This is an optimization exercise on Yosys and OpenROAD, whose aim is small area, a short achievable clock period and few clock cycles per item, not a production implementation. No functional check of the RTL was part of any run shown here.

## flow/design.v (module list and top-level ports; edited modules follow where they fit)
// module rail_comp: 3530 lines
// module rc_fa: 4 lines
// module rc_ha: 4 lines
module rail_comp (
    input  wire               clk,
    input  wire               rst,         
    input  wire signed [15:0] b0,
    input  wire signed [15:0] b1,
    input  wire signed [15:0] b2,
    input  wire signed [15:0] b3,
    input  wire signed [15:0] a1,
    input  wire signed [15:0] a2,
    input  wire signed [15:0] a3,
    input  wire        [9:0]  cl,
    input  wire               in_valid,
    output wire               in_ready,
    input  wire signed [12:0] in_e,
    input  wire               in_clr,      
    output reg                out_valid,
    output reg         [9:0]  out_code,
    output reg                out_inlim
);
  // ...
==> flow/run.sh <==
#!/bin/bash
# synth_recipe.tcl (not shown) runs the flow's synth.tcl, then flattens the netlist and writes it again
# the make line also repeats each setting of config.mk as NAME=value (left out here)
make -C /OpenROAD-flow-scripts/flow DESIGN_CONFIG=/design/flow/config.mk WORK_HOME=/design/flow/orfs CLKGATE_MAP_FILE= SYNTH_SCRIPT=/design/flow/synth_recipe.tcl finish
==> flow/config.mk <==
export PLATFORM = sky130hd
export DESIGN_NAME = rail_comp
export DESIGN_NICKNAME = rail_comp
export VERILOG_FILES = /design/flow/design.v
export SDC_FILE = /design/flow/constraint.sdc
export NUM_CORES = 4
export LEC_CHECK = 0
export ABC_AREA = 1
export CAP_MARGIN = 20
export CORE_MARGIN = 2
export CORE_UTILIZATION = 65
export SLEW_MARGIN = 20
export SYNTH_HIERARCHICAL = 1
==> flow/constraint.sdc <==
create_clock -name core_clock -period 40.0 [get_ports {clk}]
set_input_delay 8.0000 -clock core_clock [delete_from_list [all_inputs] [get_ports {clk}]]
set_output_delay 8.0000 -clock core_clock [all_outputs]
set_load 0.01 [all_outputs]
==> impl_metrics.py, run 1 <==
metrics = {
    "critical_path": {
        "ff2ff_setup_slack_ns": 30.96,
        "cp-end-kind": "output port",
        "endpoint": "out_code[6]",
        "path_class": "flop to output port",
        "worstPathRequired_ns": 32.00,
        "crit_family": "buffers and inverters",
    },
    "place": {
        "gp_congestion": 1.059,
    },
    "cells_and_area": {
        "seq_area_frac": 0.1268,
        "fillers": 6728,
        "fin_area_mm2": 0.05993,
        "area_dominant_class": "multi-input combinational cells",
        "largest_reg_flops": 42,
        "design.seq.count": 348,
    },
    "status": {
        "status": "no timing/DRC/antenna violations",
    },
    "detailed_routing": {
        "wl_met1_um": 70700,
    },
    "synth": {
        "async_reset_ff_frac": 0,
        "synth.avg_cell_area_um2": 9.526,
        "synth-main-ff-cell": "dfxtp_1",
    },
    "die": {
        "die_w_um": 297.0,
        "initial_utilization": 0.6554,
    },
    "sta": {
        "report.final.hold_viol_count": 0,
    },
}
==> run 2, diff against run 1 <==
--- a/flow/design.v
+++ b/flow/design.v
@@ -19,9 +19,21 @@
 );
     assign in_ready = 1'b1;
-    reg [15:0] rb0, rb1, rb2, rb3, ra1, ra2, ra3;
+    wire [16:0] a1x = {a1, 1'b0};
+    wire [7:0]  a1o, a1t, a1n;
+    genvar g;
+    generate
+        for (g = 0; g < 8; g = g + 1) begin : g_a1
+            assign a1o[g] = a1x[2*g+1] ^ a1x[2*g];
+            assign a1t[g] = (a1x[2*g+2] & ~a1x[2*g+1] & ~a1x[2*g]) | (~a1x[2*g+2] & a1x[2*g+1] & a1x[2*g]);
+            assign a1n[g] = a1x[2*g+2] & ~(a1x[2*g+1] & a1x[2*g]);
+        end
+    endgenerate
+    reg [15:0] rb0, rb1, rb2, rb3, ra2, ra3;
+    reg [7:0]  ka1o, ka1t, ka1n;    
     reg [9:0]  rcl;
     always @(posedge clk) begin
         rb0 <= b0; rb1 <= b1; rb2 <= b2; rb3 <= b3;
-        ra1 <= a1; ra2 <= a2; ra3 <= a3;
+        ka1o <= a1o; ka1t <= a1t; ka1n <= a1n;
+        ra2 <= a2; ra3 <= a3;
         rcl <= cl;
     end
@@ -1052,236 +1064,212 @@
     wire pp863 = ((p3[24] & pa3_o7) | (p3[23] & pa3_t7)) ^ pa3_n7;
     wire pp864 = ~(((p3[24] & pa3_o7) | (p3[24] & pa3_t7)) ^ pa3_n7);
-    wire pa1_o0 = (ra1[0] ^ 1'b0);
-    wire pa1_t0 = ((ra1[1] & ~ra1[0] & ~1'b0) | (~ra1[1] & ra1[0] & 1'b0));
-    wire pa1_n0 = (ra1[1] & ~(ra1[0] & 1'b0));
-    wire pp865 = ((u1[0] & pa1_o0)) ^ pa1_n0;
-    wire pp866 = ((u1[1] & pa1_o0) | (u1[0] & pa1_t0)) ^ pa1_n0;
-    wire pp867 = ((u1[2] & pa1_o0) | (u1[1] & pa1_t0)) ^ pa1_n0;
-    wire pp868 = ((u1[3] & pa1_o0) | (u1[2] & pa1_t0)) ^ pa1_n0;
-    wire pp869 = ((u1[4] & pa1_o0) | (u1[3] & pa1_t0)) ^ pa1_n0;
-    wire pp870 = ((u1[5] & pa1_o0) | (u1[4] & pa1_t0)) ^ pa1_n0;
-    wire pp871 = ((u1[6] & pa1_o0) | (u1[5] & pa1_t0)) ^ pa1_n0;
-    wire pp872 = ((u1[7] & pa1_o0) | (u1[6] & pa1_t0)) ^ pa1_n0;
-    wire pp873 = ((u1[8] & pa1_o0) | (u1[7] & pa1_t0)) ^ pa1_n0;
-    wire pp874 = ((u1[9] & pa1_o0) | (u1[8] & pa1_t0)) ^ pa1_n0;
-    wire pp875 = ((u1[10] & pa1_o0) | (u1[9] & pa1_t0)) ^ pa1_n0;
-    wire pp876 = ((u1[11] & pa1_o0) | (u1[10] & pa1_t0)) ^ pa1_n0;
-    wire pp877 = ((u1[12] & pa1_o0) | (u1[11] & pa1_t0)) ^ pa1_n0;
-    wire pp878 = ((u1[13] & pa1_o0) | (u1[12] & pa1_t0)) ^ pa1_n0;
-    wire pp879 = ((u1[14] & pa1_o0) | (u1[13] & pa1_t0)) ^ pa1_n0;
-    wire pp880 = ((u1[15] & pa1_o0) | (u1[14] & pa1_t0)) ^ pa1_n0;
-    wire pp881 = ((u1[16] & pa1_o0) | (u1[15] & pa1_t0)) ^ pa1_n0;
-    wire pp882 = ((u1[17] & pa1_o0) | (u1[16] & pa1_t0)) ^ pa1_n0;
-    wire pp883 = ((u1[18] & pa1_o0) | (u1[17] & pa1_t0)) ^ pa1_n0;
-    wire pp884 = ((u1[19] & pa1_o0) | (u1[18] & pa1_t0)) ^ pa1_n0;
-    wire pp885 = ((u1[20] & pa1_o0) | (u1[19] & pa1_t0)) ^ pa1_n0;
-    wire pp886 = ((u1[21] & pa1_o0) | (u1[20] & pa1_t0)) ^ pa1_n0;
-    wire pp887 = ((u1[22] & pa1_o0) | (u1[21] & pa1_t0)) ^ pa1_n0;
-    wire pp888 = ((u1[23] & pa1_o0) | (u1[22] & pa1_t0)) ^ pa1_n0;
-    wire pp889 = ((u1[24] & pa1_o0) | (u1[23] & pa1_t0)) ^ pa1_n0;
-    wire pp890 = ~(((u1[24] & pa1_o0) | (u1[24] & pa1_t0)) ^ pa1_n0);
-    wire pa1_o1 = (ra1[2] ^ ra1[1]);
-    wire pa1_t1 = ((ra1[3] & ~ra1[2] & ~ra1[1]) | (~ra1[3] & ra1[2] & ra1[1]));
-    wire pa1_n1 = (ra1[3] & ~(ra1[2] & ra1[1]));
-    wire pp891 = ((u1[0] & pa1_o1)) ^ pa1_n1;
-    wire pp892 = ((u1[1] & pa1_o1) | (u1[0] & pa1_t1)) ^ pa1_n1;
-    wire pp893 = ((u1[2] & pa1_o1) | (u1[1] & pa1_t1)) ^ pa1_n1;
-    wire pp894 = ((u1[3] & pa1_o1) | (u1[2] & pa1_t1)) ^ pa1_n1;
-    wire pp895 = ((u1[4] & pa1_o1) | (u1[3] & pa1_t1)) ^ pa1_n1;
-    wire pp896 = ((u1[5] & pa1_o1) | (u1[4] & pa1_t1)) ^ pa1_n1;
-    wire pp897 = ((u1[6] & pa1_o1) | (u1[5] & pa1_t1)) ^ pa1_n1;
-    wire pp898 = ((u1[7] & pa1_o1) | (u1[6] & pa1_t1)) ^ pa1_n1;
-    wire pp899 = ((u1[8] & pa1_o1) | (u1[7] & pa1_t1)) ^ pa1_n1;
-    wire pp900 = ((u1[9] & pa1_o1) | (u1[8] & pa1_t1)) ^ pa1_n1;
-    wire pp901 = ((u1[10] & pa1_o1) | (u1[9] & pa1_t1)) ^ pa1_n1;
-    wire pp902 = ((u1[11] & pa1_o1) | (u1[10] & pa1_t1)) ^ pa1_n1;
-    wire pp903 = ((u1[12] & pa1_o1) | (u1[11] & pa1_t1)) ^ pa1_n1;
-    wire pp904 = ((u1[13] & pa1_o1) | (u1[12] & pa1_t1)) ^ pa1_n1;
-    wire pp905 = ((u1[14] & pa1_o1) | (u1[13] & pa1_t1)) ^ pa1_n1;
-    wire pp906 = ((u1[15] & pa1_o1) | (u1[14] & pa1_t1)) ^ pa1_n1;
-    wire pp907 = ((u1[16] & pa1_o1) | (u1[15] & pa1_t1)) ^ pa1_n1;
-    wire pp908 = ((u1[17] & pa1_o1) | (u1[16] & pa1_t1)) ^ pa1_n1;
-    wire pp909 = ((u1[18] & pa1_o1) | (u1[17] & pa1_t1)) ^ pa1_n1;
-    wire pp910 = ((u1[19] & pa1_o1) | (u1[18] & pa1_t1)) ^ pa1_n1;
-    wire pp911 = ((u1[20] & pa1_o1) | (u1[19] & pa1_t1)) ^ pa1_n1;
-    wire pp912 = ((u1[21] & pa1_o1) | (u1[20] & pa1_t1)) ^ pa1_n1;
-    wire pp913 = ((u1[22] & pa1_o1) | (u1[21] & pa1_t1)) ^ pa1_n1;
-    wire pp914 = ((u1[23] & pa1_o1) | (u1[22] & pa1_t1)) ^ pa1_n1;
-    wire pp915 = ((u1[24] & pa1_o1) | (u1[23] & pa1_t1)) ^ pa1_n1;
-    wire pp916 = ~(((u1[24] & pa1_o1) | (u1[24] & pa1_t1)) ^ pa1_n1);
-    wire pa1_o2 = (ra1[4] ^ ra1[3]);
-    wire pa1_t2 = ((ra1[5] & ~ra1[4] & ~ra1[3]) | (~ra1[5] & ra1[4] & ra1[3]));
-    wire pa1_n2 = (ra1[5] & ~(ra1[4] & ra1[3]));
-    wire pp917 = ((u1[0] & pa1_o2)) ^ pa1_n2;
-    wire pp918 = ((u1[1] & pa1_o2) | (u1[0] & pa1_t2)) ^ pa1_n2;
-    wire pp919 = ((u1[2] & pa1_o2) | (u1[1] & pa1_t2)) ^ pa1_n2;
-    wire pp920 = ((u1[3] & pa1_o2) | (u1[2] & pa1_t2)) ^ pa1_n2;
-    wire pp921 = ((u1[4] & pa1_o2) | (u1[3] & pa1_t2)) ^ pa1_n2;
-    wire pp922 = ((u1[5] & pa1_o2) | (u1[4] & pa1_t2)) ^ pa1_n2;
-    wire pp923 = ((u1[6] & pa1_o2) | (u1[5] & pa1_t2)) ^ pa1_n2;
-    wire pp924 = ((u1[7] & pa1_o2) | (u1[6] & pa1_t2)) ^ pa1_n2;
-    wire pp925 = ((u1[8] & pa1_o2) | (u1[7] & pa1_t2)) ^ pa1_n2;
-    wire pp926 = ((u1[9] & pa1_o2) | (u1[8] & pa1_t2)) ^ pa1_n2;
-    wire pp927 = ((u1[10] & pa1_o2) | (u1[9] & pa1_t2)) ^ pa1_n2;
-    wire pp928 = ((u1[11] & pa1_o2) | (u1[10] & pa1_t2)) ^ pa1_n2;
-    wire pp929 = ((u1[12] & pa1_o2) | (u1[11] & pa1_t2)) ^ pa1_n2;
-    wire pp930 = ((u1[13] & pa1_o2) | (u1[12] & pa1_t2)) ^ pa1_n2;
-    wire pp931 = ((u1[14] & pa1_o2) | (u1[13] & pa1_t2)) ^ pa1_n2;
-    wire pp932 = ((u1[15] & pa1_o2) | (u1[14] & pa1_t2)) ^ pa1_n2;
-    wire pp933 = ((u1[16] & pa1_o2) | (u1[15] & pa1_t2)) ^ pa1_n2;
-    wire pp934 = ((u1[17] & pa1_o2) | (u1[16] & pa1_t2)) ^ pa1_n2;
-    wire pp935 = ((u1[18] & pa1_o2) | (u1[17] & pa1_t2)) ^ pa1_n2;
-    wire pp936 = ((u1[19] & pa1_o2) | (u1[18] & pa1_t2)) ^ pa1_n2;
-    wire pp937 = ((u1[20] & pa1_o2) | (u1[19] & pa1_t2)) ^ pa1_n2;
-    wire pp938 = ((u1[21] & pa1_o2) | (u1[20] & pa1_t2)) ^ pa1_n2;
-    wire pp939 = ((u1[22] & pa1_o2) | (u1[21] & pa1_t2)) ^ pa1_n2;
-    wire pp940 = ((u1[23] & pa1_o2) | (u1[22] & pa1_t2)) ^ pa1_n2;
-    wire pp941 = ((u1[24] & pa1_o2) | (u1[23] & pa1_t2)) ^ pa1_n2;
-    wire pp942 = ~(((u1[24] & pa1_o2) | (u1[24] & pa1_t2)) ^ pa1_n2);
-    wire pa1_o3 = (ra1[6] ^ ra1[5]);
-    wire pa1_t3 = ((ra1[7] & ~ra1[6] & ~ra1[5]) | (~ra1[7] & ra1[6] & ra1[5]));
-    wire pa1_n3 = (ra1[7] & ~(ra1[6] & ra1[5]));
-    wire pp943 = ((u1[0] & pa1_o3)) ^ pa1_n3;
-    wire pp944 = ((u1[1] & pa1_o3) | (u1[0] & pa1_t3)) ^ pa1_n3;
-    wire pp945 = ((u1[2] & pa1_o3) | (u1[1] & pa1_t3)) ^ pa1_n3;
-    wire pp946 = ((u1[3] & pa1_o3) | (u1[2] & pa1_t3)) ^ pa1_n3;
-    wire pp947 = ((u1[4] & pa1_o3) | (u1[3] & pa1_t3)) ^ pa1_n3;
-    wire pp948 = ((u1[5] & pa1_o3) | (u1[4] & pa1_t3)) ^ pa1_n3;
-    wire pp949 = ((u1[6] & pa1_o3) | (u1[5] & pa1_t3)) ^ pa1_n3;
-    wire pp950 = ((u1[7] & pa1_o3) | (u1[6] & pa1_t3)) ^ pa1_n3;
-    wire pp951 = ((u1[8] & pa1_o3) | (u1[7] & pa1_t3)) ^ pa1_n3;
-    wire pp952 = ((u1[9] & pa1_o3) | (u1[8] & pa1_t3)) ^ pa1_n3;
-    wire pp953 = ((u1[10] & pa1_o3) | (u1[9] & pa1_t3)) ^ pa1_n3;
-    wire pp954 = ((u1[11] & pa1_o3) | (u1[10] & pa1_t3)) ^ pa1_n3;
-    wire pp955 = ((u1[12] & pa1_o3) | (u1[11] & pa1_t3)) ^ pa1_n3;
-    wire pp956 = ((u1[13] & pa1_o3) | (u1[12] & pa1_t3)) ^ pa1_n3;
-    wire pp957 = ((u1[14] & pa1_o3) | (u1[13] & pa1_t3)) ^ pa1_n3;
-    wire pp958 = ((u1[15] & pa1_o3) | (u1[14] & pa1_t3)) ^ pa1_n3;
-    wire pp959 = ((u1[16] & pa1_o3) | (u1[15] & pa1_t3)) ^ pa1_n3;
-    wire pp960 = ((u1[17] & pa1_o3) | (u1[16] & pa1_t3)) ^ pa1_n3;
-    wire pp961 = ((u1[18] & pa1_o3) | (u1[17] & pa1_t3)) ^ pa1_n3;
-    wire pp962 = ((u1[19] & pa1_o3) | (u1[18] & pa1_t3)) ^ pa1_n3;
-    wire pp963 = ((u1[20] & pa1_o3) | (u1[19] & pa1_t3)) ^ pa1_n3;
-    wire pp964 = ((u1[21] & pa1_o3) | (u1[20] & pa1_t3)) ^ pa1_n3;
-    wire pp965 = ((u1[22] & pa1_o3) | (u1[21] & pa1_t3)) ^ pa1_n3;
-    wire pp966 = ((u1[23] & pa1_o3) | (u1[22] & pa1_t3)) ^ pa1_n3;
-    wire pp967 = ((u1[24] & pa1_o3) | (u1[23] & pa1_t3)) ^ pa1_n3;
-    wire pp968 = ~(((u1[24] & pa1_o3) | (u1[24] & pa1_t3)) ^ pa1_n3);
-    wire pa1_o4 = (ra1[8] ^ ra1[7]);
-    wire pa1_t4 = ((ra1[9] & ~ra1[8] & ~ra1[7]) | (~ra1[9] & ra1[8] & ra1[7]));
-    wire pa1_n4 = (ra1[9] & ~(ra1[8] & ra1[7]));
-    wire pp969 = ((u1[0] & pa1_o4)) ^ pa1_n4;
-    wire pp970 = ((u1[1] & pa1_o4) | (u1[0] & pa1_t4)) ^ pa1_n4;
-    wire pp971 = ((u1[2] & pa1_o4) | (u1[1] & pa1_t4)) ^ pa1_n4;
-    wire pp972 = ((u1[3] & pa1_o4) | (u1[2] & pa1_t4)) ^ pa1_n4;
-    wire pp973 = ((u1[4] & pa1_o4) | (u1[3] & pa1_t4)) ^ pa1_n4;
-    wire pp974 = ((u1[5] & pa1_o4) | (u1[4] & pa1_t4)) ^ pa1_n4;
-    wire pp975 = ((u1[6] & pa1_o4) | (u1[5] & pa1_t4)) ^ pa1_n4;
-    wire pp976 = ((u1[7] & pa1_o4) | (u1[6] & pa1_t4)) ^ pa1_n4;
-    wire pp977 = ((u1[8] & pa1_o4) | (u1[7] & pa1_t4)) ^ pa1_n4;
-    wire pp978 = ((u1[9] & pa1_o4) | (u1[8] & pa1_t4)) ^ pa1_n4;
-    wire pp979 = ((u1[10] & pa1_o4) | (u1[9] & pa1_t4)) ^ pa1_n4;
-    wire pp980 = ((u1[11] & pa1_o4) | (u1[10] & pa1_t4)) ^ pa1_n4;
-    wire pp981 = ((u1[12] & pa1_o4) | (u1[11] & pa1_t4)) ^ pa1_n4;
-    wire pp982 = ((u1[13] & pa1_o4) | (u1[12] & pa1_t4)) ^ pa1_n4;
-    wire pp983 = ((u1[14] & pa1_o4) | (u1[13] & pa1_t4)) ^ pa1_n4;
-    wire pp984 = ((u1[15] & pa1_o4) | (u1[14] & pa1_t4)) ^ pa1_n4;
-    wire pp985 = ((u1[16] & pa1_o4) | (u1[15] & pa1_t4)) ^ pa1_n4;
-    wire pp986 = ((u1[17] & pa1_o4) | (u1[16] & pa1_t4)) ^ pa1_n4;
-    wire pp987 = ((u1[18] & pa1_o4) | (u1[17] & pa1_t4)) ^ pa1_n4;
-    wire pp988 = ((u1[19] & pa1_o4) | (u1[18] & pa1_t4)) ^ pa1_n4;
-    wire pp989 = ((u1[20] & pa1_o4) | (u1[19] & pa1_t4)) ^ pa1_n4;
-    wire pp990 = ((u1[21] & pa1_o4) | (u1[20] & pa1_t4)) ^ pa1_n4;
-    wire pp991 = ((u1[22] & pa1_o4) | (u1[21] & pa1_t4)) ^ pa1_n4;
-    wire pp992 = ((u1[23] & pa1_o4) | (u1[22] & pa1_t4)) ^ pa1_n4;
-    wire pp993 = ((u1[24] & pa1_o4) | (u1[23] & pa1_t4)) ^ pa1_n4;
-    wire pp994 = ~(((u1[24] & pa1_o4) | (u1[24] & pa1_t4)) ^ pa1_n4);
-    wire pa1_o5 = (ra1[10] ^ ra1[9]);
-    wire pa1_t5 = ((ra1[11] & ~ra1[10] & ~ra1[9]) | (~ra1[11] & ra1[10] & ra1[9]));
-    wire pa1_n5 = (ra1[11] & ~(ra1[10] & ra1[9]));
-    wire pp995 = ((u1[0] & pa1_o5)) ^ pa1_n5;
-    wire pp996 = ((u1[1] & pa1_o5) | (u1[0] & pa1_t5)) ^ pa1_n5;
-    wire pp997 = ((u1[2] & pa1_o5) | (u1[1] & pa1_t5)) ^ pa1_n5;
-    wire pp998 = ((u1[3] & pa1_o5) | (u1[2] & pa1_t5)) ^ pa1_n5;
-    wire pp999 = ((u1[4] & pa1_o5) | (u1[3] & pa1_t5)) ^ pa1_n5;
-    wire pp1000 = ((u1[5] & pa1_o5) | (u1[4] & pa1_t5)) ^ pa1_n5;
-    wire pp1001 = ((u1[6] & pa1_o5) | (u1[5] & pa1_t5)) ^ pa1_n5;
-    wire pp1002 = ((u1[7] & pa1_o5) | (u1[6] & pa1_t5)) ^ pa1_n5;
-    wire pp1003 = ((u1[8] & pa1_o5) | (u1[7] & pa1_t5)) ^ pa1_n5;
-    wire pp1004 = ((u1[9] & pa1_o5) | (u1[8] & pa1_t5)) ^ pa1_n5;
-    wire pp1005 = ((u1[10] & pa1_o5) | (u1[9] & pa1_t5)) ^ pa1_n5;
-    wire pp1006 = ((u1[11] & pa1_o5) | (u1[10] & pa1_t5)) ^ pa1_n5;
-    wire pp1007 = ((u1[12] & pa1_o5) | (u1[11] & pa1_t5)) ^ pa1_n5;
-    wire pp1008 = ((u1[13] & pa1_o5) | (u1[12] & pa1_t5)) ^ pa1_n5;
-    wire pp1009 = ((u1[14] & pa1_o5) | (u1[13] & pa1_t5)) ^ pa1_n5;
-    wire pp1010 = ((u1[15] & pa1_o5) | (u1[14] & pa1_t5)) ^ pa1_n5;
-    wire pp1011 = ((u1[16] & pa1_o5) | (u1[15] & pa1_t5)) ^ pa1_n5;
-    wire pp1012 = ((u1[17] & pa1_o5) | (u1[16] & pa1_t5)) ^ pa1_n5;
-    wire pp1013 = ((u1[18] & pa1_o5) | (u1[17] & pa1_t5)) ^ pa1_n5;
-    wire pp1014 = ((u1[19] & pa1_o5) | (u1[18] & pa1_t5)) ^ pa1_n5;
-    wire pp1015 = ((u1[20] & pa1_o5) | (u1[19] & pa1_t5)) ^ pa1_n5;
-    wire pp1016 = ((u1[21] & pa1_o5) | (u1[20] & pa1_t5)) ^ pa1_n5;
-    wire pp1017 = ((u1[22] & pa1_o5) | (u1[21] & pa1_t5)) ^ pa1_n5;
-    wire pp1018 = ((u1[23] & pa1_o5) | (u1[22] & pa1_t5)) ^ pa1_n5;
-    wire pp1019 = ((u1[24] & pa1_o5) | (u1[23] & pa1_t5)) ^ pa1_n5;
-    wire pp1020 = ~(((u1[24] & pa1_o5) | (u1[24] & pa1_t5)) ^ pa1_n5);
-    wire pa1_o6 = (ra1[12] ^ ra1[11]);
-    wire pa1_t6 = ((ra1[13] & ~ra1[12] & ~ra1[11]) | (~ra1[13] & ra1[12] & ra1[11]));
-    wire pa1_n6 = (ra1[13] & ~(ra1[12] & ra1[11]));
-    wire pp1021 = ((u1[0] & pa1_o6)) ^ pa1_n6;
-    wire pp1022 = ((u1[1] & pa1_o6) | (u1[0] & pa1_t6)) ^ pa1_n6;
-    wire pp1023 = ((u1[2] & pa1_o6) | (u1[1] & pa1_t6)) ^ pa1_n6;
-    wire pp1024 = ((u1[3] & pa1_o6) | (u1[2] & pa1_t6)) ^ pa1_n6;
-    wire pp1025 = ((u1[4] & pa1_o6) | (u1[3] & pa1_t6)) ^ pa1_n6;
-    wire pp1026 = ((u1[5] & pa1_o6) | (u1[4] & pa1_t6)) ^ pa1_n6;
-    wire pp1027 = ((u1[6] & pa1_o6) | (u1[5] & pa1_t6)) ^ pa1_n6;
-    wire pp1028 = ((u1[7] & pa1_o6) | (u1[6] & pa1_t6)) ^ pa1_n6;
-    wire pp1029 = ((u1[8] & pa1_o6) | (u1[7] & pa1_t6)) ^ pa1_n6;
-    wire pp1030 = ((u1[9] & pa1_o6) | (u1[8] & pa1_t6)) ^ pa1_n6;
-    wire pp1031 = ((u1[10] & pa1_o6) | (u1[9] & pa1_t6)) ^ pa1_n6;
-    wire pp1032 = ((u1[11] & pa1_o6) | (u1[10] & pa1_t6)) ^ pa1_n6;
-    wire pp1033 = ((u1[12] & pa1_o6) | (u1[11] & pa1_t6)) ^ pa1_n6;
-    wire pp1034 = ((u1[13] & pa1_o6) | (u1[12] & pa1_t6)) ^ pa1_n6;
-    wire pp1035 = ((u1[14] & pa1_o6) | (u1[13] & pa1_t6)) ^ pa1_n6;
-    wire pp1036 = ((u1[15] & pa1_o6) | (u1[14] & pa1_t6)) ^ pa1_n6;
-    wire pp1037 = ((u1[16] & pa1_o6) | (u1[15] & pa1_t6)) ^ pa1_n6;
-    wire pp1038 = ((u1[17] & pa1_o6) | (u1[16] & pa1_t6)) ^ pa1_n6;
-    wire pp1039 = ((u1[18] & pa1_o6) | (u1[17] & pa1_t6)) ^ pa1_n6;
-    wire pp1040 = ((u1[19] & pa1_o6) | (u1[18] & pa1_t6)) ^ pa1_n6;
-    wire pp1041 = ((u1[20] & pa1_o6) | (u1[19] & pa1_t6)) ^ pa1_n6;
-    wire pp1042 = ((u1[21] & pa1_o6) | (u1[20] & pa1_t6)) ^ pa1_n6;
-    wire pp1043 = ((u1[22] & pa1_o6) | (u1[21] & pa1_t6)) ^ pa1_n6;
-    wire pp1044 = ((u1[23] & pa1_o6) | (u1[22] & pa1_t6)) ^ pa1_n6;
-    wire pp1045 = ((u1[24] & pa1_o6) | (u1[23] & pa1_t6)) ^ pa1_n6;
-    wire pp1046 = ~(((u1[24] & pa1_o6) | (u1[24] & pa1_t6)) ^ pa1_n6);
-    wire pa1_o7 = (ra1[14] ^ ra1[13]);
-    wire pa1_t7 = ((ra1[15] & ~ra1[14] & ~ra1[13]) | (~ra1[15] & ra1[14] & ra1[13]));
-    wire pa1_n7 = (ra1[15] & ~(ra1[14] & ra1[13]));
-    wire pp1047 = ((u1[0] & pa1_o7)) ^ pa1_n7;
-    wire pp1048 = ((u1[1] & pa1_o7) | (u1[0] & pa1_t7)) ^ pa1_n7;
-    wire pp1049 = ((u1[2] & pa1_o7) | (u1[1] & pa1_t7)) ^ pa1_n7;
-    wire pp1050 = ((u1[3] & pa1_o7) | (u1[2] & pa1_t7)) ^ pa1_n7;
-    wire pp1051 = ((u1[4] & pa1_o7) | (u1[3] & pa1_t7)) ^ pa1_n7;
-    wire pp1052 = ((u1[5] & pa1_o7) | (u1[4] & pa1_t7)) ^ pa1_n7;
-    wire pp1053 = ((u1[6] & pa1_o7) | (u1[5] & pa1_t7)) ^ pa1_n7;
-    wire pp1054 = ((u1[7] & pa1_o7) | (u1[6] & pa1_t7)) ^ pa1_n7;
-    wire pp1055 = ((u1[8] & pa1_o7) | (u1[7] & pa1_t7)) ^ pa1_n7;
-    wire pp1056 = ((u1[9] & pa1_o7) | (u1[8] & pa1_t7)) ^ pa1_n7;
-    wire pp1057 = ((u1[10] & pa1_o7) | (u1[9] & pa1_t7)) ^ pa1_n7;
-    wire pp1058 = ((u1[11] & pa1_o7) | (u1[10] & pa1_t7)) ^ pa1_n7;
-    wire pp1059 = ((u1[12] & pa1_o7) | (u1[11] & pa1_t7)) ^ pa1_n7;
-    wire pp1060 = ((u1[13] & pa1_o7) | (u1[12] & pa1_t7)) ^ pa1_n7;
-    wire pp1061 = ((u1[14] & pa1_o7) | (u1[13] & pa1_t7)) ^ pa1_n7;
-    wire pp1062 = ((u1[15] & pa1_o7) | (u1[14] & pa1_t7)) ^ pa1_n7;
-    wire pp1063 = ((u1[16] & pa1_o7) | (u1[15] & pa1_t7)) ^ pa1_n7;
-    wire pp1064 = ((u1[17] & pa1_o7) | (u1[16] & pa1_t7)) ^ pa1_n7;
-    wire pp1065 = ((u1[18] & pa1_o7) | (u1[17] & pa1_t7)) ^ pa1_n7;
-    wire pp1066 = ((u1[19] & pa1_o7) | (u1[18] & pa1_t7)) ^ pa1_n7;
-    wire pp1067 = ((u1[20] & pa1_o7) | (u1[19] & pa1_t7)) ^ pa1_n7;
-    wire pp1068 = ((u1[21] & pa1_o7) | (u1[20] & pa1_t7)) ^ pa1_n7;
-    wire pp1069 = ((u1[22] & pa1_o7) | (u1[21] & pa1_t7)) ^ pa1_n7;
-    wire pp1070 = ((u1[23] & pa1_o7) | (u1[22] & pa1_t7)) ^ pa1_n7;
-    wire pp1071 = ((u1[24] & pa1_o7) | (u1[23] & pa1_t7)) ^ pa1_n7;
-    wire pp1072 = ~(((u1[24] & pa1_o7) | (u1[24] & pa1_t7)) ^ pa1_n7);
+    wire pp865 = ((u1[0] & ka1o[0])) ^ ka1n[0];
+    wire pp866 = ((u1[1] & ka1o[0]) | (u1[0] & ka1t[0])) ^ ka1n[0];
+    wire pp867 = ((u1[2] & ka1o[0]) | (u1[1] & ka1t[0])) ^ ka1n[0];
+    wire pp868 = ((u1[3] & ka1o[0]) | (u1[2] & ka1t[0])) ^ ka1n[0];
+    wire pp869 = ((u1[4] & ka1o[0]) | (u1[3] & ka1t[0])) ^ ka1n[0];
+    wire pp870 = ((u1[5] & ka1o[0]) | (u1[4] & ka1t[0])) ^ ka1n[0];
+    wire pp871 = ((u1[6] & ka1o[0]) | (u1[5] & ka1t[0])) ^ ka1n[0];
+    wire pp872 = ((u1[7] & ka1o[0]) | (u1[6] & ka1t[0])) ^ ka1n[0];
+    wire pp873 = ((u1[8] & ka1o[0]) | (u1[7] & ka1t[0])) ^ ka1n[0];
+    wire pp874 = ((u1[9] & ka1o[0]) | (u1[8] & ka1t[0])) ^ ka1n[0];
+    wire pp875 = ((u1[10] & ka1o[0]) | (u1[9] & ka1t[0])) ^ ka1n[0];
+    wire pp876 = ((u1[11] & ka1o[0]) | (u1[10] & ka1t[0])) ^ ka1n[0];
+    wire pp877 = ((u1[12] & ka1o[0]) | (u1[11] & ka1t[0])) ^ ka1n[0];
+    wire pp878 = ((u1[13] & ka1o[0]) | (u1[12] & ka1t[0])) ^ ka1n[0];
+    wire pp879 = ((u1[14] & ka1o[0]) | (u1[13] & ka1t[0])) ^ ka1n[0];
+    wire pp880 = ((u1[15] & ka1o[0]) | (u1[14] & ka1t[0])) ^ ka1n[0];
+    wire pp881 = ((u1[16] & ka1o[0]) | (u1[15] & ka1t[0])) ^ ka1n[0];
+    wire pp882 = ((u1[17] & ka1o[0]) | (u1[16] & ka1t[0])) ^ ka1n[0];
+    wire pp883 = ((u1[18] & ka1o[0]) | (u1[17] & ka1t[0])) ^ ka1n[0];
+    wire pp884 = ((u1[19] & ka1o[0]) | (u1[18] & ka1t[0])) ^ ka1n[0];
+    wire pp885 = ((u1[20] & ka1o[0]) | (u1[19] & ka1t[0])) ^ ka1n[0];
+    wire pp886 = ((u1[21] & ka1o[0]) | (u1[20] & ka1t[0])) ^ ka1n[0];
+    wire pp887 = ((u1[22] & ka1o[0]) | (u1[21] & ka1t[0])) ^ ka1n[0];
+    wire pp888 = ((u1[23] & ka1o[0]) | (u1[22] & ka1t[0])) ^ ka1n[0];
+    wire pp889 = ((u1[24] & ka1o[0]) | (u1[23] & ka1t[0])) ^ ka1n[0];
+    wire pp890 = ~(((u1[24] & ka1o[0]) | (u1[24] & ka1t[0])) ^ ka1n[0]);
+    wire pp891 = ((u1[0] & ka1o[1])) ^ ka1n[1];
+    wire pp892 = ((u1[1] & ka1o[1]) | (u1[0] & ka1t[1])) ^ ka1n[1];
+    wire pp893 = ((u1[2] & ka1o[1]) | (u1[1] & ka1t[1])) ^ ka1n[1];
+    wire pp894 = ((u1[3] & ka1o[1]) | (u1[2] & ka1t[1])) ^ ka1n[1];
+    wire pp895 = ((u1[4] & ka1o[1]) | (u1[3] & ka1t[1])) ^ ka1n[1];
+    wire pp896 = ((u1[5] & ka1o[1]) | (u1[4] & ka1t[1])) ^ ka1n[1];
+    wire pp897 = ((u1[6] & ka1o[1]) | (u1[5] & ka1t[1])) ^ ka1n[1];
+    wire pp898 = ((u1[7] & ka1o[1]) | (u1[6] & ka1t[1])) ^ ka1n[1];
+    wire pp899 = ((u1[8] & ka1o[1]) | (u1[7] & ka1t[1])) ^ ka1n[1];
+    wire pp900 = ((u1[9] & ka1o[1]) | (u1[8] & ka1t[1])) ^ ka1n[1];
+    wire pp901 = ((u1[10] & ka1o[1]) | (u1[9] & ka1t[1])) ^ ka1n[1];
+    wire pp902 = ((u1[11] & ka1o[1]) | (u1[10] & ka1t[1])) ^ ka1n[1];
+    wire pp903 = ((u1[12] & ka1o[1]) | (u1[11] & ka1t[1])) ^ ka1n[1];
+    wire pp904 = ((u1[13] & ka1o[1]) | (u1[12] & ka1t[1])) ^ ka1n[1];
+    wire pp905 = ((u1[14] & ka1o[1]) | (u1[13] & ka1t[1])) ^ ka1n[1];
+    wire pp906 = ((u1[15] & ka1o[1]) | (u1[14] & ka1t[1])) ^ ka1n[1];
+    wire pp907 = ((u1[16] & ka1o[1]) | (u1[15] & ka1t[1])) ^ ka1n[1];
+    wire pp908 = ((u1[17] & ka1o[1]) | (u1[16] & ka1t[1])) ^ ka1n[1];
+    wire pp909 = ((u1[18] & ka1o[1]) | (u1[17] & ka1t[1])) ^ ka1n[1];
+    wire pp910 = ((u1[19] & ka1o[1]) | (u1[18] & ka1t[1])) ^ ka1n[1];
+    wire pp911 = ((u1[20] & ka1o[1]) | (u1[19] & ka1t[1])) ^ ka1n[1];
+    wire pp912 = ((u1[21] & ka1o[1]) | (u1[20] & ka1t[1])) ^ ka1n[1];
+    wire pp913 = ((u1[22] & ka1o[1]) | (u1[21] & ka1t[1])) ^ ka1n[1];
+    wire pp914 = ((u1[23] & ka1o[1]) | (u1[22] & ka1t[1])) ^ ka1n[1];
+    wire pp915 = ((u1[24] & ka1o[1]) | (u1[23] & ka1t[1])) ^ ka1n[1];
+    wire pp916 = ~(((u1[24] & ka1o[1]) | (u1[24] & ka1t[1])) ^ ka1n[1]);
+    wire pp917 = ((u1[0] & ka1o[2])) ^ ka1n[2];
+    wire pp918 = ((u1[1] & ka1o[2]) | (u1[0] & ka1t[2])) ^ ka1n[2];
+    wire pp919 = ((u1[2] & ka1o[2]) | (u1[1] & ka1t[2])) ^ ka1n[2];
+    wire pp920 = ((u1[3] & ka1o[2]) | (u1[2] & ka1t[2])) ^ ka1n[2];
+    wire pp921 = ((u1[4] & ka1o[2]) | (u1[3] & ka1t[2])) ^ ka1n[2];
+    wire pp922 = ((u1[5] & ka1o[2]) | (u1[4] & ka1t[2])) ^ ka1n[2];
+    wire pp923 = ((u1[6] & ka1o[2]) | (u1[5] & ka1t[2])) ^ ka1n[2];
+    wire pp924 = ((u1[7] & ka1o[2]) | (u1[6] & ka1t[2])) ^ ka1n[2];
+    wire pp925 = ((u1[8] & ka1o[2]) | (u1[7] & ka1t[2])) ^ ka1n[2];
+    wire pp926 = ((u1[9] & ka1o[2]) | (u1[8] & ka1t[2])) ^ ka1n[2];
+    wire pp927 = ((u1[10] & ka1o[2]) | (u1[9] & ka1t[2])) ^ ka1n[2];
+    wire pp928 = ((u1[11] & ka1o[2]) | (u1[10] & ka1t[2])) ^ ka1n[2];
+    wire pp929 = ((u1[12] & ka1o[2]) | (u1[11] & ka1t[2])) ^ ka1n[2];
+    wire pp930 = ((u1[13] & ka1o[2]) | (u1[12] & ka1t[2])) ^ ka1n[2];
+    wire pp931 = ((u1[14] & ka1o[2]) | (u1[13] & ka1t[2])) ^ ka1n[2];
+    wire pp932 = ((u1[15] & ka1o[2]) | (u1[14] & ka1t[2])) ^ ka1n[2];
+    wire pp933 = ((u1[16] & ka1o[2]) | (u1[15] & ka1t[2])) ^ ka1n[2];
+    wire pp934 = ((u1[17] & ka1o[2]) | (u1[16] & ka1t[2])) ^ ka1n[2];
+    wire pp935 = ((u1[18] & ka1o[2]) | (u1[17] & ka1t[2])) ^ ka1n[2];
+    wire pp936 = ((u1[19] & ka1o[2]) | (u1[18] & ka1t[2])) ^ ka1n[2];
+    wire pp937 = ((u1[20] & ka1o[2]) | (u1[19] & ka1t[2])) ^ ka1n[2];
+    wire pp938 = ((u1[21] & ka1o[2]) | (u1[20] & ka1t[2])) ^ ka1n[2];
+    wire pp939 = ((u1[22] & ka1o[2]) | (u1[21] & ka1t[2])) ^ ka1n[2];
+    wire pp940 = ((u1[23] & ka1o[2]) | (u1[22] & ka1t[2])) ^ ka1n[2];
+    wire pp941 = ((u1[24] & ka1o[2]) | (u1[23] & ka1t[2])) ^ ka1n[2];
+    wire pp942 = ~(((u1[24] & ka1o[2]) | (u1[24] & ka1t[2])) ^ ka1n[2]);
+    wire pp943 = ((u1[0] & ka1o[3])) ^ ka1n[3];
+    wire pp944 = ((u1[1] & ka1o[3]) | (u1[0] & ka1t[3])) ^ ka1n[3];
+    wire pp945 = ((u1[2] & ka1o[3]) | (u1[1] & ka1t[3])) ^ ka1n[3];
+    wire pp946 = ((u1[3] & ka1o[3]) | (u1[2] & ka1t[3])) ^ ka1n[3];
+    wire pp947 = ((u1[4] & ka1o[3]) | (u1[3] & ka1t[3])) ^ ka1n[3];
+    wire pp948 = ((u1[5] & ka1o[3]) | (u1[4] & ka1t[3])) ^ ka1n[3];
+    wire pp949 = ((u1[6] & ka1o[3]) | (u1[5] & ka1t[3])) ^ ka1n[3];
+    wire pp950 = ((u1[7] & ka1o[3]) | (u1[6] & ka1t[3])) ^ ka1n[3];
+    wire pp951 = ((u1[8] & ka1o[3]) | (u1[7] & ka1t[3])) ^ ka1n[3];
+    wire pp952 = ((u1[9] & ka1o[3]) | (u1[8] & ka1t[3])) ^ ka1n[3];
+    wire pp953 = ((u1[10] & ka1o[3]) | (u1[9] & ka1t[3])) ^ ka1n[3];
+    wire pp954 = ((u1[11] & ka1o[3]) | (u1[10] & ka1t[3])) ^ ka1n[3];
+    wire pp955 = ((u1[12] & ka1o[3]) | (u1[11] & ka1t[3])) ^ ka1n[3];
+    wire pp956 = ((u1[13] & ka1o[3]) | (u1[12] & ka1t[3])) ^ ka1n[3];
+    wire pp957 = ((u1[14] & ka1o[3]) | (u1[13] & ka1t[3])) ^ ka1n[3];
+    wire pp958 = ((u1[15] & ka1o[3]) | (u1[14] & ka1t[3])) ^ ka1n[3];
+    wire pp959 = ((u1[16] & ka1o[3]) | (u1[15] & ka1t[3])) ^ ka1n[3];
+    wire pp960 = ((u1[17] & ka1o[3]) | (u1[16] & ka1t[3])) ^ ka1n[3];
+    wire pp961 = ((u1[18] & ka1o[3]) | (u1[17] & ka1t[3])) ^ ka1n[3];
+    wire pp962 = ((u1[19] & ka1o[3]) | (u1[18] & ka1t[3])) ^ ka1n[3];
+    wire pp963 = ((u1[20] & ka1o[3]) | (u1[19] & ka1t[3])) ^ ka1n[3];
+    wire pp964 = ((u1[21] & ka1o[3]) | (u1[20] & ka1t[3])) ^ ka1n[3];
+    wire pp965 = ((u1[22] & ka1o[3]) | (u1[21] & ka1t[3])) ^ ka1n[3];
+    wire pp966 = ((u1[23] & ka1o[3]) | (u1[22] & ka1t[3])) ^ ka1n[3];
+    wire pp967 = ((u1[24] & ka1o[3]) | (u1[23] & ka1t[3])) ^ ka1n[3];
+    wire pp968 = ~(((u1[24] & ka1o[3]) | (u1[24] & ka1t[3])) ^ ka1n[3]);
+    wire pp969 = ((u1[0] & ka1o[4])) ^ ka1n[4];
+    wire pp970 = ((u1[1] & ka1o[4]) | (u1[0] & ka1t[4])) ^ ka1n[4];
+    wire pp971 = ((u1[2] & ka1o[4]) | (u1[1] & ka1t[4])) ^ ka1n[4];
+    wire pp972 = ((u1[3] & ka1o[4]) | (u1[2] & ka1t[4])) ^ ka1n[4];
+    wire pp973 = ((u1[4] & ka1o[4]) | (u1[3] & ka1t[4])) ^ ka1n[4];
+    wire pp974 = ((u1[5] & ka1o[4]) | (u1[4] & ka1t[4])) ^ ka1n[4];
+    wire pp975 = ((u1[6] & ka1o[4]) | (u1[5] & ka1t[4])) ^ ka1n[4];
+    wire pp976 = ((u1[7] & ka1o[4]) | (u1[6] & ka1t[4])) ^ ka1n[4];
+    wire pp977 = ((u1[8] & ka1o[4]) | (u1[7] & ka1t[4])) ^ ka1n[4];
+    wire pp978 = ((u1[9] & ka1o[4]) | (u1[8] & ka1t[4])) ^ ka1n[4];
+    wire pp979 = ((u1[10] & ka1o[4]) | (u1[9] & ka1t[4])) ^ ka1n[4];
+    wire pp980 = ((u1[11] & ka1o[4]) | (u1[10] & ka1t[4])) ^ ka1n[4];
+    wire pp981 = ((u1[12] & ka1o[4]) | (u1[11] & ka1t[4])) ^ ka1n[4];
+    wire pp982 = ((u1[13] & ka1o[4]) | (u1[12] & ka1t[4])) ^ ka1n[4];
+    wire pp983 = ((u1[14] & ka1o[4]) | (u1[13] & ka1t[4])) ^ ka1n[4];
+    wire pp984 = ((u1[15] & ka1o[4]) | (u1[14] & ka1t[4])) ^ ka1n[4];
+    wire pp985 = ((u1[16] & ka1o[4]) | (u1[15] & ka1t[4])) ^ ka1n[4];
+    wire pp986 = ((u1[17] & ka1o[4]) | (u1[16] & ka1t[4])) ^ ka1n[4];
+    wire pp987 = ((u1[18] & ka1o[4]) | (u1[17] & ka1t[4])) ^ ka1n[4];
+    wire pp988 = ((u1[19] & ka1o[4]) | (u1[18] & ka1t[4])) ^ ka1n[4];
+    wire pp989 = ((u1[20] & ka1o[4]) | (u1[19] & ka1t[4])) ^ ka1n[4];
+    wire pp990 = ((u1[21] & ka1o[4]) | (u1[20] & ka1t[4])) ^ ka1n[4];
+    wire pp991 = ((u1[22] & ka1o[4]) | (u1[21] & ka1t[4])) ^ ka1n[4];
+    wire pp992 = ((u1[23] & ka1o[4]) | (u1[22] & ka1t[4])) ^ ka1n[4];
+    wire pp993 = ((u1[24] & ka1o[4]) | (u1[23] & ka1t[4])) ^ ka1n[4];
+    wire pp994 = ~(((u1[24] & ka1o[4]) | (u1[24] & ka1t[4])) ^ ka1n[4]);
+    wire pp995 = ((u1[0] & ka1o[5])) ^ ka1n[5];
+    wire pp996 = ((u1[1] & ka1o[5]) | (u1[0] & ka1t[5])) ^ ka1n[5];
+    wire pp997 = ((u1[2] & ka1o[5]) | (u1[1] & ka1t[5])) ^ ka1n[5];
+    wire pp998 = ((u1[3] & ka1o[5]) | (u1[2] & ka1t[5])) ^ ka1n[5];
+    wire pp999 = ((u1[4] & ka1o[5]) | (u1[3] & ka1t[5])) ^ ka1n[5];
+    wire pp1000 = ((u1[5] & ka1o[5]) | (u1[4] & ka1t[5])) ^ ka1n[5];
+    wire pp1001 = ((u1[6] & ka1o[5]) | (u1[5] & ka1t[5])) ^ ka1n[5];
+    wire pp1002 = ((u1[7] & ka1o[5]) | (u1[6] & ka1t[5])) ^ ka1n[5];
+    wire pp1003 = ((u1[8] & ka1o[5]) | (u1[7] & ka1t[5])) ^ ka1n[5];
+    wire pp1004 = ((u1[9] & ka1o[5]) | (u1[8] & ka1t[5])) ^ ka1n[5];
+    wire pp1005 = ((u1[10] & ka1o[5]) | (u1[9] & ka1t[5])) ^ ka1n[5];
+    wire pp1006 = ((u1[11] & ka1o[5]) | (u1[10] & ka1t[5])) ^ ka1n[5];
+    wire pp1007 = ((u1[12] & ka1o[5]) | (u1[11] & ka1t[5])) ^ ka1n[5];
+    wire pp1008 = ((u1[13] & ka1o[5]) | (u1[12] & ka1t[5])) ^ ka1n[5];
+    wire pp1009 = ((u1[14] & ka1o[5]) | (u1[13] & ka1t[5])) ^ ka1n[5];
+    wire pp1010 = ((u1[15] & ka1o[5]) | (u1[14] & ka1t[5])) ^ ka1n[5];
+    wire pp1011 = ((u1[16] & ka1o[5]) | (u1[15] & ka1t[5])) ^ ka1n[5];
+    wire pp1012 = ((u1[17] & ka1o[5]) | (u1[16] & ka1t[5])) ^ ka1n[5];
+    wire pp1013 = ((u1[18] & ka1o[5]) | (u1[17] & ka1t[5])) ^ ka1n[5];
+    wire pp1014 = ((u1[19] & ka1o[5]) | (u1[18] & ka1t[5])) ^ ka1n[5];
+    wire pp1015 = ((u1[20] & ka1o[5]) | (u1[19] & ka1t[5])) ^ ka1n[5];
+    wire pp1016 = ((u1[21] & ka1o[5]) | (u1[20] & ka1t[5])) ^ ka1n[5];
+    wire pp1017 = ((u1[22] & ka1o[5]) | (u1[21] & ka1t[5])) ^ ka1n[5];
+    wire pp1018 = ((u1[23] & ka1o[5]) | (u1[22] & ka1t[5])) ^ ka1n[5];
+    wire pp1019 = ((u1[24] & ka1o[5]) | (u1[23] & ka1t[5])) ^ ka1n[5];
+    wire pp1020 = ~(((u1[24] & ka1o[5]) | (u1[24] & ka1t[5])) ^ ka1n[5]);
+    wire pp1021 = ((u1[0] & ka1o[6])) ^ ka1n[6];
+    wire pp1022 = ((u1[1] & ka1o[6]) | (u1[0] & ka1t[6])) ^ ka1n[6];
+    wire pp1023 = ((u1[2] & ka1o[6]) | (u1[1] & ka1t[6])) ^ ka1n[6];
+    wire pp1024 = ((u1[3] & ka1o[6]) | (u1[2] & ka1t[6])) ^ ka1n[6];
+    wire pp1025 = ((u1[4] & ka1o[6]) | (u1[3] & ka1t[6])) ^ ka1n[6];
+    wire pp1026 = ((u1[5] & ka1o[6]) | (u1[4] & ka1t[6])) ^ ka1n[6];
+    wire pp1027 = ((u1[6] & ka1o[6]) | (u1[5] & ka1t[6])) ^ ka1n[6];
+    wire pp1028 = ((u1[7] & ka1o[6]) | (u1[6] & ka1t[6])) ^ ka1n[6];
+    wire pp1029 = ((u1[8] & ka1o[6]) | (u1[7] & ka1t[6])) ^ ka1n[6];
+    wire pp1030 = ((u1[9] & ka1o[6]) | (u1[8] & ka1t[6])) ^ ka1n[6];
+    wire pp1031 = ((u1[10] & ka1o[6]) | (u1[9] & ka1t[6])) ^ ka1n[6];
+    wire pp1032 = ((u1[11] & ka1o[6]) | (u1[10] & ka1t[6])) ^ ka1n[6];
+    wire pp1033 = ((u1[12] & ka1o[6]) | (u1[11] & ka1t[6])) ^ ka1n[6];
+    wire pp1034 = ((u1[13] & ka1o[6]) | (u1[12] & ka1t[6])) ^ ka1n[6];
+    wire pp1035 = ((u1[14] & ka1o[6]) | (u1[13] & ka1t[6])) ^ ka1n[6];
+    wire pp1036 = ((u1[15] & ka1o[6]) | (u1[14] & ka1t[6])) ^ ka1n[6];
+    wire pp1037 = ((u1[16] & ka1o[6]) | (u1[15] & ka1t[6])) ^ ka1n[6];
+    wire pp1038 = ((u1[17] & ka1o[6]) | (u1[16] & ka1t[6])) ^ ka1n[6];
+    wire pp1039 = ((u1[18] & ka1o[6]) | (u1[17] & ka1t[6])) ^ ka1n[6];
+    wire pp1040 = ((u1[19] & ka1o[6]) | (u1[18] & ka1t[6])) ^ ka1n[6];
+    wire pp1041 = ((u1[20] & ka1o[6]) | (u1[19] & ka1t[6])) ^ ka1n[6];
+    wire pp1042 = ((u1[21] & ka1o[6]) | (u1[20] & ka1t[6])) ^ ka1n[6];
+    wire pp1043 = ((u1[22] & ka1o[6]) | (u1[21] & ka1t[6])) ^ ka1n[6];
+    wire pp1044 = ((u1[23] & ka1o[6]) | (u1[22] & ka1t[6])) ^ ka1n[6];
+    wire pp1045 = ((u1[24] & ka1o[6]) | (u1[23] & ka1t[6])) ^ ka1n[6];
+    wire pp1046 = ~(((u1[24] & ka1o[6]) | (u1[24] & ka1t[6])) ^ ka1n[6]);
+    wire pp1047 = ((u1[0] & ka1o[7])) ^ ka1n[7];
+    wire pp1048 = ((u1[1] & ka1o[7]) | (u1[0] & ka1t[7])) ^ ka1n[7];
+    wire pp1049 = ((u1[2] & ka1o[7]) | (u1[1] & ka1t[7])) ^ ka1n[7];
+    wire pp1050 = ((u1[3] & ka1o[7]) | (u1[2] & ka1t[7])) ^ ka1n[7];
+    wire pp1051 = ((u1[4] & ka1o[7]) | (u1[3] & ka1t[7])) ^ ka1n[7];
+    wire pp1052 = ((u1[5] & ka1o[7]) | (u1[4] & ka1t[7])) ^ ka1n[7];
+    wire pp1053 = ((u1[6] & ka1o[7]) | (u1[5] & ka1t[7])) ^ ka1n[7];
+    wire pp1054 = ((u1[7] & ka1o[7]) | (u1[6] & ka1t[7])) ^ ka1n[7];
+    wire pp1055 = ((u1[8] & ka1o[7]) | (u1[7] & ka1t[7])) ^ ka1n[7];
+    wire pp1056 = ((u1[9] & ka1o[7]) | (u1[8] & ka1t[7])) ^ ka1n[7];
+    wire pp1057 = ((u1[10] & ka1o[7]) | (u1[9] & ka1t[7])) ^ ka1n[7];
+    wire pp1058 = ((u1[11] & ka1o[7]) | (u1[10] & ka1t[7])) ^ ka1n[7];
+    wire pp1059 = ((u1[12] & ka1o[7]) | (u1[11] & ka1t[7])) ^ ka1n[7];
+    wire pp1060 = ((u1[13] & ka1o[7]) | (u1[12] & ka1t[7])) ^ ka1n[7];
+    wire pp1061 = ((u1[14] & ka1o[7]) | (u1[13] & ka1t[7])) ^ ka1n[7];
+    wire pp1062 = ((u1[15] & ka1o[7]) | (u1[14] & ka1t[7])) ^ ka1n[7];
+    wire pp1063 = ((u1[16] & ka1o[7]) | (u1[15] & ka1t[7])) ^ ka1n[7];
+    wire pp1064 = ((u1[17] & ka1o[7]) | (u1[16] & ka1t[7])) ^ ka1n[7];
+    wire pp1065 = ((u1[18] & ka1o[7]) | (u1[17] & ka1t[7])) ^ ka1n[7];
+    wire pp1066 = ((u1[19] & ka1o[7]) | (u1[18] & ka1t[7])) ^ ka1n[7];
+    wire pp1067 = ((u1[20] & ka1o[7]) | (u1[19] & ka1t[7])) ^ ka1n[7];
+    wire pp1068 = ((u1[21] & ka1o[7]) | (u1[20] & ka1t[7])) ^ ka1n[7];
+    wire pp1069 = ((u1[22] & ka1o[7]) | (u1[21] & ka1t[7])) ^ ka1n[7];
+    wire pp1070 = ((u1[23] & ka1o[7]) | (u1[22] & ka1t[7])) ^ ka1n[7];
+    wire pp1071 = ((u1[24] & ka1o[7]) | (u1[23] & ka1t[7])) ^ ka1n[7];
+    wire pp1072 = ~(((u1[24] & ka1o[7]) | (u1[24] & ka1t[7])) ^ ka1n[7]);
     wire fs1073, fc1074;
     rc_fa u_fs1073 (.a(pp11), .b(pp23), .c(pp35), .s(fs1073), .co(fc1074));
@@ -2027,5 +2015,5 @@
     rc_fa u_fs1813 (.a(pb3_n1), .b(pa2_n6), .c(pa3_n6), .s(fs1813), .co(fc1814));
     wire fs1815, fc1816;
-    rc_fa u_fs1815 (.a(pa1_n6), .b(fs1105), .c(fs1435), .s(fs1815), .co(fc1816));
+    rc_fa u_fs1815 (.a(ka1n[6]), .b(fs1105), .c(fs1435), .s(fs1815), .co(fc1816));
     wire fs1817, fc1818;
     rc_fa u_fs1817 (.a(pp670), .b(pp694), .c(pp718), .s(fs1817), .co(fc1818));
@@ -2041,5 +2029,5 @@
     rc_ha u_fs1827 (.a(fs1447), .b(fs1449), .s(fs1827), .co(fc1828));
     wire fs1829, fc1830;
-    rc_fa u_fs1829 (.a(pa2_n7), .b(pa3_n7), .c(pa1_n7), .s(fs1829), .co(fc1830));
+    rc_fa u_fs1829 (.a(pa2_n7), .b(pa3_n7), .c(ka1n[7]), .s(fs1829), .co(fc1830));
     wire fs1831, fc1832;
     rc_fa u_fs1831 (.a(fs1107), .b(fs1109), .c(fs1111), .s(fs1831), .co(fc1832));
@@ -2315,5 +2303,5 @@
     rc_fa u_fs2101 (.a(pb2_n0), .b(pb3_n0), .c(pa2_n5), .s(fs2101), .co(fc2102));
     wire fs2103, fc2104;
-    rc_fa u_fs2103 (.a(pa3_n5), .b(pa1_n5), .c(fs1431), .s(fs2103), .co(fc2104));
+    rc_fa u_fs2103 (.a(pa3_n5), .b(ka1n[5]), .c(fs1431), .s(fs2103), .co(fc2104));
     wire fs2105, fc2106;
     rc_fa u_fs2105 (.a(pp716), .b(pp740), .c(pp764), .s(fs2105), .co(fc2106));
@@ -2551,5 +2539,5 @@
     rc_fa u_fs2337 (.a(pp761), .b(pa2_n4), .c(pa3_n4), .s(fs2337), .co(fc2338));
     wire fs2339, fc2340;
-    rc_fa u_fs2339 (.a(pa1_n4), .b(fs2091), .c(fs2093), .s(fs2339), .co(fc2340));
+    rc_fa u_fs2339 (.a(ka1n[4]), .b(fs2091), .c(fs2093), .s(fs2339), .co(fc2340));
     wire fs2341, fc2342;
     rc_fa u_fs2341 (.a(pp666), .b(pp690), .c(pp714), .s(fs2341), .co(fc2342));
@@ -2737,5 +2725,5 @@
     rc_fa u_fs2523 (.a(pp709), .b(pa2_n2), .c(pa3_n2), .s(fs2523), .co(fc2524));
     wire fs2525, fc2526;
-    rc_ha u_fs2525 (.a(pa1_n2), .b(fs2319), .s(fs2525), .co(fc2526));
+    rc_ha u_fs2525 (.a(ka1n[2]), .b(fs2319), .s(fs2525), .co(fc2526));
     wire fs2527, fc2528;
     rc_fa u_fs2527 (.a(pp662), .b(pp686), .c(pp710), .s(fs2527), .co(fc2528));
@@ -2743,5 +2731,5 @@
     rc_fa u_fs2529 (.a(fc2320), .b(fc2322), .c(fs2323), .s(fs2529), .co(fc2530));
     wire fs2531, fc2532;
-    rc_fa u_fs2531 (.a(pa3_n3), .b(pa1_n3), .c(fs2089), .s(fs2531), .co(fc2532));
+    rc_fa u_fs2531 (.a(pa3_n3), .b(ka1n[3]), .c(fs2089), .s(fs2531), .co(fc2532));
     wire fs2533, fc2534;
     rc_fa u_fs2533 (.a(fc2324), .b(fs2325), .c(fs2327), .s(fs2533), .co(fc2534));
@@ -2881,5 +2869,5 @@
     rc_ha u_fs2667 (.a(pp450), .b(pp658), .s(fs2667), .co(fc2668));
     wire fs2669, fc2670;
-    rc_fa u_fs2669 (.a(pa3_n1), .b(pa1_n1), .c(fs2317), .s(fs2669), .co(fc2670));
+    rc_fa u_fs2669 (.a(pa3_n1), .b(ka1n[1]), .c(fs2317), .s(fs2669), .co(fc2670));
     wire fs2671, fc2672;
     rc_fa u_fs2671 (.a(pp684), .b(fc2318), .c(fc2520), .s(fs2671), .co(fc2672));
@@ -2957,5 +2945,5 @@
     rc_fa u_fs2743 (.a(fc2516), .b(fc2660), .c(fc2662), .s(fs2743), .co(fc2744));
     wire fs2745, fc2746;
-    rc_ha u_fs2745 (.a(pa1_n0), .b(fs2517), .s(fs2745), .co(fc2746));
+    rc_ha u_fs2745 (.a(ka1n[0]), .b(fs2517), .s(fs2745), .co(fc2746));
     wire fs2747, fc2748;
     rc_fa u_fs2747 (.a(fc2518), .b(fc2666), .c(fs2667), .s(fs2747), .co(fc2748));
@@ -3491,9 +3479,12 @@
     wire [41:0] yc = {fs3273, fs3271, fs3269, fs3267, fs3265, fs3263, fs3261, fs3259, fs3257, fs3255, fs3253, fs3251, fs3249, fs3247, fs3245, fs3243, fs3241, fs3239, fs3237, fs3235, fs3233, fs3231, fs3229, fs3227, fs3225, fs3223, fs3221, fs3219, fs3217, fs3215, fs3213, fs3211, fs3209, fs3207, fs3205, fs3203, fs3201, fs3199, fs3197, fs3195, fs3193, fs3191};
     wire [41:0] t = ys + yc;
+    wire        [41:0] lo_t   = ys + yc + 42'd134201343;
+    wire        [41:0] hi_t   = ys + yc - {3'd0, rcl, 1'b1, 27'd0};
+    wire               lim_lo = lo_t[41];
+    wire               lim_hi = ~hi_t[41] & ~lim_lo;
     wire        [24:0] u_a    = t[38:14];                  
-    wire               lim_lo = $signed(t) < -42'sd134201343;
-    wire               lim_hi = $signed(t[41:27]) > $signed({4'd0, rcl, 1'b0});
-    wire               corr   = (t[13:0] == 14'd0) && (t[41] || t[41:14] == 28'd0);
-    wire        [24:0] u_rnd  = u_a - {24'd0, corr};       
+    wire               corr   = (t[13:0] == 14'd0) && (u_a[24] || u_a == 25'd0);
+    wire        [13:0] u_dec  = u_a[13:0] - 14'd1;
+    wire        [24:0] u_rnd  = corr ? {11'h7ff, u_dec} : u_a;
     wire        [9:0]  code_n = t[37:28] + {9'd0, t[27]};
     wire        [9:0]  code   = lim_lo ? 10'd0 : (lim_hi ? rcl : code_n);
--- a/flow/config.mk
+++ b/flow/config.mk
@@ -7,7 +7,7 @@
 export LEC_CHECK = 0
 export ABC_AREA = 1
-export CAP_MARGIN = 20
+export CAP_MARGIN = 60
 export CORE_MARGIN = 2
-export CORE_UTILIZATION = 65
-export SLEW_MARGIN = 20
+export CORE_UTILIZATION = 50
+export SLEW_MARGIN = 60
 export SYNTH_HIERARCHICAL = 1
==> run 2 against run 1 <==
  * Wire length is 9.8% higher
  * Register-to-register slack better by 1.4 ns
  * Worst setup slack worse by 0.030 ns
  * Hold slack worse by 0.0094 ns
  * Critical path depth stayed put
  * Highest routed layer unchanged
==> impl_metrics.py, run 2 <==
metrics = {
    "sta": {
        "report.final.hold_viol_count": 0,
        "rsz0062_at_grt": "false",
        "skew_ns": 0.03708,
        "tightestPinTransition_ns": 0.6832,
        "fmax_ghz": 0.1049,
        "fin_crit_sh": 0.2383,
        "worst_slack_ns": 30.47,
        "min_period_ns": 9.531,
        "finalSetupViolations": 0,
        "slew_headroom": 0.5412,
        "drv_slew": 0,
        "setup_tns_ns": 0,
    },
    "clock_tree": {
        "clkTransAtPathRegs_ns": 0.06,
        "cts_root_buf": "clkbuf_16",
        "clock_latency_ns": 0.67,
        "cts_setup_buffers": 0,
        "numCtsBuffers": 44,
        "cts_tree": "done",
        "cts_resized": 0,
        "htreeDepth": 2,
        "cts_sinks": 356,
        "cts_buffer_depth": 3,
        "cts_hold_buf": 0,
    },
    "detailed_routing": {
        "drt_first_pass_iters": 6,
        "drc_errors": 0,
        "ant_nets": 0,
        "wirelength_um": 237500,
        "vias": 47350,
        "drt_iter0_markers": 6549,
        "wl_per_cell_um": 32.43,
        "viasPerCell": 6.466,
    },
    "cells_and_area": {
        "layout_common_cells": "fa_1, xor2_1, o22ai_1",
        "layout_top_registers": "xs x42, xc x41",
        "regMostFlops": "xs",
        "drive_gt1_frac": 0.08695,
        "num-nets-final": 7140,
        "synthToLayoutAreaGrowth_pct": 9.544,
        "final_common_cell": "fa_1",
        "fillers": 10070,
        "largest_reg_flops": 42,
    },
    "critical_path": {
        "path_class": "flop to output port",
        "crit_path_start": "out_code[3]$_SDFFCE_PN0P_",
        "endpoint": "out_code[3]",
        "cp-end-kind": "output port",
        "crit_family": "buffers and inverters",
        "crit_slowest_cell": "clkdlybuf4s50_1",
        "ff2ff_setup_slack_ns": 32.31,
        "crit_chain": "clkdlybuf4s50_1",
        "arrival_ns": 1.53,
        "critical_path_peak_fanout": 1,
        "r2r-start": "c0$_DFF_P_",
        "reg2reg_depth": 16,
        "rr_endpoint": "xc[29]$_DFF_P_",
        "path_depth": 1,
        "start_kind": "flop",
        "max_stage_delay_ns": 0.53,
        "path_buf_inv": 1,
        "worstPathRequired_ns": 32.00,
    },
    "synth": {
        "synth.avg_cell_area_um2": 9.533,
        "yosysWarningCount": 7,
        "yosysSeqAreaShare": 0.1395,
        "syn_area_mm2": 0.05563,
        "yosysTopAreaCell": "fa_1",
        "synth_cells": 5835,
        "synth_top_area_frac": 0.3761,
        "syn_nets": 7179,
        "yosysUniqueCellTypes": 52,
        "synth_edf_count": 63,
        "netlist_top_cells_count": "fa_1, xor2_1, o22ai_1, nand2_1, inv_1",
        "async_reset_ff_frac": 0,
        "synthTopCellsByArea": "fa_1, xor2_1, dfxtp_1, o22ai_1, nand2_1",
        "yosysMostFrequentCell": "fa_1",
        "synth-main-ff-cell": "dfxtp_1",
        "ys_seq_elements": 356,
    },
    "hold_path": {
        "hp-start": "u1[18]$_SDFFE_PP0P_",
        "whs_path_depth": 2,
        "min_path_type": "flop to flop",
    },
    "grt": {
        "grt_pass1_vias": 47440,
        "grt.total_usage": 0.4182,
        "grt_max_degree": 54,
        "grt_pass1_wl_um": 339900,
        "globalRouteOverflowTotal": 0,
        "antenna_found_initial": 8,
    },
    "die": {
        "die_y_um": 337.5,
        "ioPinCount": 152,
        "core_mm2": 0.1105,
        "initial_utilization": 0.5033,
        "rows": 122,
        "die-area_mm2": 0.1139,
        "die_w_um": 337.5,
    },
    "place": {
        "hpwl_um": 178200,
        "dp_worst_setup_slack_ns": 30.68,
        "io_buffers": 150,
        "gp_congestion": 1.058,
    },
    "status": {
        "status": "no timing/DRC/antenna violations",
    },
    "job": {
        "cap_violations": 0,
    },
}
[run 2: tightest hold or removal path, delay by kind of cell (launching register included)]
| kind | cells | cell delay (ns) |
|---|---|---|
| flip-flops | 1 | 0.31 |
| AO/OA/AOI/OAI | 1 | 0.06 |
| AND/OR/NAND/NOR | 1 | 0.06 |
[run 2: final cells by class]
type	count	area [um2]	share of cell area
Inverter	435	1697	0.02784
Multi-Input combinational cell	4614	44960	0.7379
Antenna cell	3	7.507	0.0001232
Sequential cell	356	7785	0.1278
Clock inverter	30	335.3	0.005503
Clock buffer	51	1169	0.01918
Timing Repair Buffer	345	3115	0.05113
Tap cell	1488	1862	0.03055
[run 2: worst min path at each step]
stage | to | slack, ns
after floorplan | v1$_SDFF_PP0_ | 0.40
after global placement | u1[9]$_SDFFE_PP0P_ | 0.46
after detailed placement | u1[16]$_SDFFE_PP0P_ | 0.46
after CTS | u1[18]$_SDFFE_PP0P_ | 0.47
after global routing | u1[20]$_SDFFE_PP0P_ | 0.50
final | u1[18]$_SDFFE_PP0P_ | 0.47
[run 2: metal layers]
metal,vias up,global-route usage,routed length (um)
li1,19320,-,-
met1,23370,0.4992,82270
met2,3646,0.6180,100700
met3,1009,0.1312,29210
met4,8,0.3456,25140
met5,-,0.006809,142
[run 2: logic make-up (layout without fill, tap and decap cells)]
family,after synthesis,in the layout,share of synthesized area
XOR/XNOR,1082,1082,0.1706
buffers and inverters,865,861,0.05981
adder cells (fa/ha/maj),1205,1205,0.4121
multiplexers,23,23,0.004139
other,2,5,0.0001350
AND/OR/NAND/NOR,1095,1095,0.08194
flip-flops,356,356,0.1395
AO/OA/AOI/OAI,1207,1207,0.1318
[run 2: modules after synthesis (local to each module, per instance)]
module | area, um2 | cells
rc_ha | 12.51 | 1
rail_comp | 34130 | 4743
rc_fa | 20.02 | 1
[run 2: stage by stage]
stage	util	area [um2]	hold WS [ns]	instances
2_1_floorplan	-	55630	0.4031	5835
3_3_place_gp	0.5324	58830	0.4557	7221
3_5_place_dp	0.5364	59280	0.4605	7233
4_1_cts	0.5500	60780	0.4727	7314
5_1_grt	0.5513	60930	0.5000	7319
6_report	0.5514	60930	0.4742	7322

[static timing again, ports no longer ideal]
The flow's constraints put no driver on any port. The routed layouts listed below were extracted and timed again, unchanged, in two steps. Step 1: set_driving_cell puts a clkbuf_16 on clk and a buf_2 on each other input, an assumption about the parent block. Step 2 moves the port delays by t, midway between the first and last clock arrival at a register: inputs arrive t later, outputs are due t later. That takes back most of the time a late clock gives input paths. Slacks: no drivers / after step 1 / after step 2; pairs: no drivers / after step 1.
| run | t, ns | setup slack, ns | pins driven straight from the clock port |
|---|---|---|---|
| run 1 | 0.707 | 30.499 / 30.420 / 30.344 | 1 |
| run 2 | 0.725 | 30.469 / 30.395 / 30.656 | 1 |
After both steps every run listed still meets setup and hold. The setup slack of run 1, which loses most, moves by -0.079 ns with the drivers and by -0.155 ns with both steps.
